Source: an optimization exercise on an open RTL-to-GDS flow (aim: small area and a short achievable clock period). Production flows keep margins and buffers that such runs may drop.
Only simulation tests tie the RTL to the original design; equivalence was not proved.
No activity file was given, so power comes from the tool's default toggle rates.

==> flow/design.v (excerpt) <==
module le_fpu (
    input  wire        clk,
    input  wire        rst,         
    input  wire        in_valid,
    input  wire [31:0] in_insn,
    input  wire [31:0] in_a,        
    input  wire [31:0] in_b,        
    output reg         out_valid,
    output reg         out_fault,   
    output reg         out_wen,     
    output reg  [4:0]  out_rd,
    output reg  [31:0] out_data
);
    wire [5:0] op   = in_insn[31:26];
    wire [4:0] f_rb = in_insn[15:11];
    wire [4:0] f_rc = in_insn[10:6];
    wire [5:0] func = in_insn[5:0];
    reg legal;
    always @(*) begin
        legal = 1'b0;
        if (op == 6'h04) begin
            case (func)
                6'h00, 6'h01, 6'h02, 6'h07, 6'h08:
                    legal = (f_rc == 5'd0);
                6'h09, 6'h0A, 6'h0B, 6'h0C, 6'h0D, 6'h0E:
                    legal = (f_rb == 5'd0) && (f_rc == 5'd0);
                default:
                    legal = 1'b0;
            endcase
        end
    end
    wire f_add  = (func[5:1] == 5'b00000);              
    wire f_sub  = func[0];
    wire f_mul  = (func == 6'h02);
    wire f_mm   = (func == 6'h07) || (func == 6'h08);
    wire f_min  = (func == 6'h07);
    wire f_abs  = (func == 6'h09);
    wire f_neg  = (func == 6'h0A);
    wire f_cif  = (func == 6'h0B) || (func == 6'h0D);   
    wire f_qif  = func[2];                               
    wire f_cfi  = (func == 6'h0C) || (func == 6'h0E);   
    wire f_qfi  = func[1];                               
    wire f_pass = f_mm | f_abs | f_neg;
  ...
Settings: LEC_CHECK=0, CAP_MARGIN=20, CORE_MARGIN=2, CORE_UTILIZATION=50, SLEW_MARGIN=20, SYNTH_HIERARCHICAL=1, SYNTH_MINIMUM_KEEP_SIZE=0; clock period 16.0 ns.
standard.sh (not shown) runs the stock make flow with config.mk's settings and CLKGATE_MAP_FILE= SYNTH_SCRIPT=/design/flow/synth_recipe.tcl, a recipe that flattens the netlist after the stock synthesis.
==> flow/flow/run.sh <==
#!/bin/bash
set -euo pipefail
export SETUP_SLACK_MARGIN=${SETUP_SLACK_MARGIN:-6}
export BUFFER_PORTS_ARGS="-buffer_cell sky130_fd_sc_hd__buf_2"
bash standard.sh > run.log 2>&1
The baseline finished with timing, DRC and antenna clean.
Next try:
==> flow/flow/run.sh (replaced) <==
#!/bin/bash
set -euo pipefail
export SETUP_SLACK_MARGIN=${SETUP_SLACK_MARGIN:-6.5}
export BUFFER_PORTS_ARGS="-buffer_cell sky130_fd_sc_hd__buf_2"
bash standard.sh > run.log 2>&1
--- a/flow/config.mk
+++ b/flow/config.mk
@@ -8,5 +8,5 @@
 export CAP_MARGIN = 20
 export CORE_MARGIN = 2
-export CORE_UTILIZATION = 50
+export CORE_UTILIZATION = 45
 export SLEW_MARGIN = 20
 export SYNTH_HIERARCHICAL = 1
- The changed run finished clean
- die area came out higher by about 11%
- count of clock-buffer cells in the layout does not change
- power came out higher by about 1.3%
- synthesized area is unchanged
- via count drops by about 0.35%
- sequential share of layout area decreases by 0.15 points
- hold slack gains 0.0064 ns
Next try:
==> flow/flow/run.sh (replaced) <==
#!/bin/bash
set -euo pipefail
export SETUP_SLACK_MARGIN=${SETUP_SLACK_MARGIN:-7}
export BUFFER_PORTS_ARGS="-buffer_cell sky130_fd_sc_hd__buf_2"
bash standard.sh > run.log 2>&1
After rerunning:
- The new run completed with no timing, DRC or antenna violations
- via count increases by 2.6%
- total power went up by 2.4%
- routed wire length went up by 3.9%
- count of clock-buffer cells in the layout is higher by 1
- maximum frequency decreases by 2.4%
- final cell count grows by 0.78%
- synthesized area stays the same
Next try:
==> flow/flow/run.sh (replaced) <==
#!/bin/bash
set -euo pipefail
export SETUP_SLACK_MARGIN=${SETUP_SLACK_MARGIN:-6}
export BUFFER_PORTS_ARGS="-buffer_cell sky130_fd_sc_hd__buf_2"
bash standard.sh > run.log 2>&1
Total power shrinks by about 4%.
Worst setup slack gets worse by 0.091 ns.
Die area does not change.
First-iteration DRC count shrinks by 14%.
Cell area shrinks by about 6%.
Global-route usage shrinks by 2.4 points.

* * *

Another version of the RTL of le_fpu (not shown whole).
For scale: about 140 I/O pins, roughly 31000 µm² of cells after synthesis.
// le_fpu
module le_fpu (
    input  wire        clk,
    input  wire        rst,         
    input  wire        in_valid,
    input  wire [31:0] in_insn,
    input  wire [31:0] in_a,        
    input  wire [31:0] in_b,        
    output reg         out_valid,
    output reg         out_fault,   
    output reg         out_wen,     
    output reg  [4:0]  out_rd,
    output reg  [31:0] out_data
);
    wire [5:0] op   = in_insn[31:26];
    wire [4:0] f_rb = in_insn[15:11];
    wire [4:0] f_rc = in_insn[10:6];
    wire [5:0] func = in_insn[5:0];
    reg legal;
    always @(*) begin
        legal = 1'b0;
        if (op == 6'h04) begin
            case (func)
                6'h00, 6'h01, 6'h02, 6'h07, 6'h08:
                    legal = (f_rc == 5'd0);
                6'h09, 6'h0A, 6'h0B, 6'h0C, 6'h0D, 6'h0E:
                    legal = (f_rb == 5'd0) && (f_rc == 5'd0);
                default:
                    legal = 1'b0;
            endcase
        end
    end
    wire f_add  = (func[5:1] == 5'b00000);              
    wire f_sub  = func[0];
    wire f_mul  = (func == 6'h02);
    wire f_mm   = (func == 6'h07) || (func == 6'h08);
    wire f_min  = (func == 6'h07);
    wire f_abs  = (func == 6'h09);
    wire f_neg  = (func == 6'h0A);
    wire f_cif  = (func == 6'h0B) || (func == 6'h0D);   
    wire f_qif  = func[2];                               
    wire f_cfi  = (func == 6'h0C) || (func == 6'h0E);   
    wire f_qfi  = func[1];                               
    wire f_pass = f_mm | f_abs | f_neg;
    wire        sa = in_a[31];
    wire [7:0]  ea = in_a[30:23];
    wire [22:0] fa = in_a[22:0];
    wire        a_zero = (ea == 8'd0);
    wire        a_emax = (ea == 8'hFF);
    wire        a_fnz  = (fa != 23'd0);
    wire        a_inf  = a_emax & ~a_fnz;
    wire        a_nan  = a_emax & a_fnz;
    wire        sb = in_b[31];
  ...
export LEC_CHECK = 0
export CAP_MARGIN = 20
export CORE_MARGIN = 2
export CORE_UTILIZATION = 45
export SLEW_MARGIN = 20
export SYNTH_HIERARCHICAL = 1
export SYNTH_MINIMUM_KEEP_SIZE = 0
create_clock -name core_clock -period 16.0 [get_ports {clk}]
==> flow/flow/run.sh <==
#!/bin/bash
set -euo pipefail
export SETUP_SLACK_MARGIN=${SETUP_SLACK_MARGIN:-6}
export BUFFER_PORTS_ARGS="-buffer_cell sky130_fd_sc_hd__buf_2"
bash standard.sh > run.log 2>&1
The starting point ran to the end with no violations.
==> next run, changes <==
==> flow/flow/run.sh (replaced) <==
#!/bin/bash
set -euo pipefail
export SETUP_SLACK_MARGIN=${SETUP_SLACK_MARGIN:-6.5}
export BUFFER_PORTS_ARGS="-buffer_cell sky130_fd_sc_hd__buf_2"
bash standard.sh > run.log 2>&1
=> The changed run produced a clean layout. Wire length shrinks slightly. Hold slack got worse by 0.0049 ns. Sequential power grows slightly. Area after synthesis does not change. Die area does not change. Clock power hardly moves. Sequential share of layout area is about the same. Cell count grows slightly.

* * *

== old ==
le_fpu, a different RTL version from the one above (not shown whole).
For scale: ~3,400 cells after synthesis.
==> flow/config.mk <==
export PLATFORM = sky130hd
export DESIGN_NAME = le_fpu
export DESIGN_NICKNAME = le_fpu
export VERILOG_FILES = /design/flow/design.v
export SDC_FILE = /design/flow/constraint.sdc
export NUM_CORES = 4
export LEC_CHECK = 0
export CAP_MARGIN = 20
export CORE_MARGIN = 2
export CORE_UTILIZATION = 40
export SLEW_MARGIN = 20
export SYNTH_HIERARCHICAL = 1
export SYNTH_MINIMUM_KEEP_SIZE = 0
==> flow/constraint.sdc <==
create_clock -name core_clock -period 16.0 [get_ports {clk}]
set_input_delay 3.2000 -clock core_clock [delete_from_list [all_inputs] [get_ports {clk}]]
set_output_delay 3.2000 -clock core_clock [all_outputs]
set_load 0.01 [all_outputs]
==> flow/flow/run.sh <==
#!/bin/bash
set -euo pipefail
export SETUP_SLACK_MARGIN=${SETUP_SLACK_MARGIN:-6.5}
export BUFFER_PORTS_ARGS="-buffer_cell sky130_fd_sc_hd__buf_2"
bash standard.sh > run.log 2>&1
old finished every stage and its layout cleared the timing, design-rule and antenna checks.
Relative to old, the following input files were edited for new:
--- a/flow/config.mk
+++ b/flow/config.mk
@@ -8,5 +8,5 @@
 export CAP_MARGIN = 20
 export CORE_MARGIN = 2
-export CORE_UTILIZATION = 40
+export CORE_UTILIZATION = 45
 export SLEW_MARGIN = 20
 export SYNTH_HIERARCHICAL = 1
### Flow results
- Non-clock buffer count: new vs old up 4.0%
- In the metrics for new and old, the one carrying the lower met3 layer usage reported by global route is old.
- From old to new, number of sequential storage elements did not move at all.
- Measured against each other, new and old differ in total vias in the final route, the higher figure coming from old.
- In terms of clock edge transition at the registers on the reported setup and hold paths, new and old differ only marginally.
- | tapcell count | new vs old | 109 lower |

* * *

v49:
le_fpu, a different RTL version from the one above (not shown whole).
For scale: ~3,800 cells after synthesis, roughly 85 flip-flops, ~140 I/O pins, ~33,000 sq um of cells after synthesis.
// le_fpu
module le_fpu (
    input  wire        clk,
    input  wire        rst,         
    input  wire        in_valid,
    input  wire [31:0] in_insn,
    input  wire [31:0] in_a,        
    input  wire [31:0] in_b,        
    output reg         out_valid,
    output reg         out_fault,   
    output reg         out_wen,     
    output reg  [4:0]  out_rd,
    output reg  [31:0] out_data
);
Settings: LEC_CHECK=0, CAP_MARGIN=20, CORE_MARGIN=2, CORE_UTILIZATION=45, SETUP_SLACK_MARGIN=0.3, SLEW_MARGIN=20, SYNTH_HIERARCHICAL=1, SYNTH_MINIMUM_KEEP_SIZE=0; clock period 16.0 ns.
run.sh (not shown) runs the stock make flow with config.mk's settings and CLKGATE_MAP_FILE= SYNTH_SCRIPT=/design/flow/synth_recipe.tcl, a recipe that flattens the netlist after the stock synthesis.
Stock flow here: none of the scripts above is used.
Changes in v16 relative to v49:
- a change of CORE_UTILIZATION from 45 to 60
- a deleted SETUP_SLACK_MARGIN that had been 0.3
==> flow/flow/run.sh (new file) <==
#!/bin/bash
set -euo pipefail
export SETUP_SLACK_MARGIN=${SETUP_SLACK_MARGIN:-5}
export BUFFER_PORTS_ARGS="-buffer_cell sky130_fd_sc_hd__buf_2"
bash standard.sh > run.log 2>&1
==> flow/standard.sh (new file) <==
#!/bin/bash
# synth_recipe.tcl (not shown) runs the flow's synth.tcl, then flattens the netlist and writes it again
# the make line also repeats each setting of config.mk as NAME=value (left out here)
make -C /OpenROAD-flow-scripts/flow DESIGN_CONFIG=/design/flow/config.mk WORK_HOME=/design/flow/orfs CLKGATE_MAP_FILE= SYNTH_SCRIPT=/design/flow/synth_recipe.tcl "${@:-finish}"
removed: flow/run.sh
==> notes.md <==
v16: PASS, flow complete, no timing, DRC or antenna violations. For v49, the capturing instance or port of the critical path was r_val[31]$_DFF_P_, unlike v16, where it was r_val[28]$_DFF_P_. The combinational power share was comparable across v49 and v16. [compare] base=v49 new=v16: maximum VDD drop up 25%, first-pass GRT wire length higher, final cell count moved down. Looking at v49 and v16, the design area is a wash. In v16, the ratio of final minimum period to clock period came out 14 points below the value in v49. The post-place setup slack number comes out lower for v49 vs v16. Share of total power in sequential cells: v16 vs v49 up 0.2 points. Compared with v49, v16 shows die outline area that has gone down by more than 10%.
For v22, these inputs were changed with respect to v16:
- a change of CORE_UTILIZATION from 60 to 45
==> flow/flow/run.sh <==
#!/bin/bash
set -euo pipefail
export SETUP_SLACK_MARGIN=${SETUP_SLACK_MARGIN:-8}
export BUFFER_PORTS_ARGS="-buffer_cell sky130_fd_sc_hd__buf_2"
bash standard.sh > run.log 2>&1
--- outcome ---
- v16 | status: complete | timing, DRC, antenna: pass
- v22: no failed stages, no open violations at the end
- v22 vs v16 — via count of the first global-routing pass dropped slightly
- [diff] fmax, v22 relative to v16: improvement
- Launching element of the worst setup path: in_a[30] -> v16, in_a[27] -> v22
- v22 reports a lower highest fanout seen on the critical path than v16 does.
- Sequential cell count of the final layout came out exactly the same in v16 and v22.
--- input diff v22..v7 ---
==> flow/flow/run.sh <==
#!/bin/bash
set -euo pipefail
export SETUP_SLACK_MARGIN=${SETUP_SLACK_MARGIN:-6}
export BUFFER_PORTS_ARGS="-buffer_cell sky130_fd_sc_hd__buf_2"
bash standard.sh > run.log 2>&1
### Flow results
- Diff v22 -> v7: arrival time of data at the critical path endpoint now sits higher, met2 routing resource usage after global routing lost 1.8 points.
- Net switching power figure shrinks by a few percent when moving from v22 to v7.
- Going from v22 to v7, number of global-route vias before repair shrank by a few percent.
- Compared v22 against v7; clock share of power within noise.
- As far as final count of hold timing violations goes, v7 and v22 are indistinguishable; the numbers are identical.
- [diff] routed wire length, v7 relative to v22: improvement
- Comparing v22 against v7, there is no change at all in floorplan core area.
- In the tables for v7 and v22, power reads higher with v22.

[static timing again, ports no longer ideal]
In the flow no input, the clock included, has a driving cell. The finished layouts below were timed again as built, in two steps.
Step 1: set_driving_cell puts a clkbuf_16 on clk and a buf_2 on each other input, an assumption about the parent block.
Step 2, shift: input delay + t, output delay - t, t = (earliest + latest rising clock arrival at the registers) / 2. This alone moves slack from input paths to output paths.
a / b / c = ideal / step 1 / step 2; a / b = the first two.
run | t, ns | slack for setup (ns) | hold WS [ns] | worst slew at a driven data input, ns
the first run of note 1 | 0.400 | 6.097 / 6.118 / 5.718 | 2.937 / 2.913 / 3.313 | 0.10
the second run of note 1 | 0.397 | 6.499 / 6.457 / 6.061 | 2.944 / 2.920 / 3.316 | 0.12
the third run of note 1 | 0.389 | 6.266 / 6.175 / 5.787 | 2.950 / 2.925 / 3.313 | 0.21
the fourth run of note 1 | 0.387 | 6.175 / 6.140 / 5.753 | 2.956 / 2.928 / 3.315 | 0.11
the first run of note 2 | 0.388 | 6.173 / 6.177 / 5.790 | 2.943 / 2.921 / 3.309 | 0.15
the second run of note 2 | 0.390 | 6.542 / 6.500 / 6.172 | 2.938 / 2.917 / 3.306 | 0.15
old | 0.430 | 6.534 / 6.564 / 6.134 | 2.909 / 2.873 / 3.304 | 0.06
new | 0.379 | 6.603 / 6.606 / 6.228 | 2.950 / 2.932 / 3.311 | 0.07
v49 | 0.401 | 2.925 / 2.948 / 2.547 | 3.280 / 3.251 / 3.653 | 0.05
v16 | 0.409 | 5.138 / 5.161 / 4.751 | 2.927 / 2.896 / 3.306 | 0.04
v22 | 0.401 | 6.051 / 6.011 / 5.610 | 2.933 / 2.906 / 3.307 | 0.15
v7 | 0.397 | 5.972 / 5.962 / 5.565 | 2.943 / 2.914 / 3.311 | 0.13
After both steps every run listed still meets setup and hold. For the third run of note 1, which loses most, drivers alone change the setup slack by -0.091 ns; drivers and shift together by -0.479 ns.
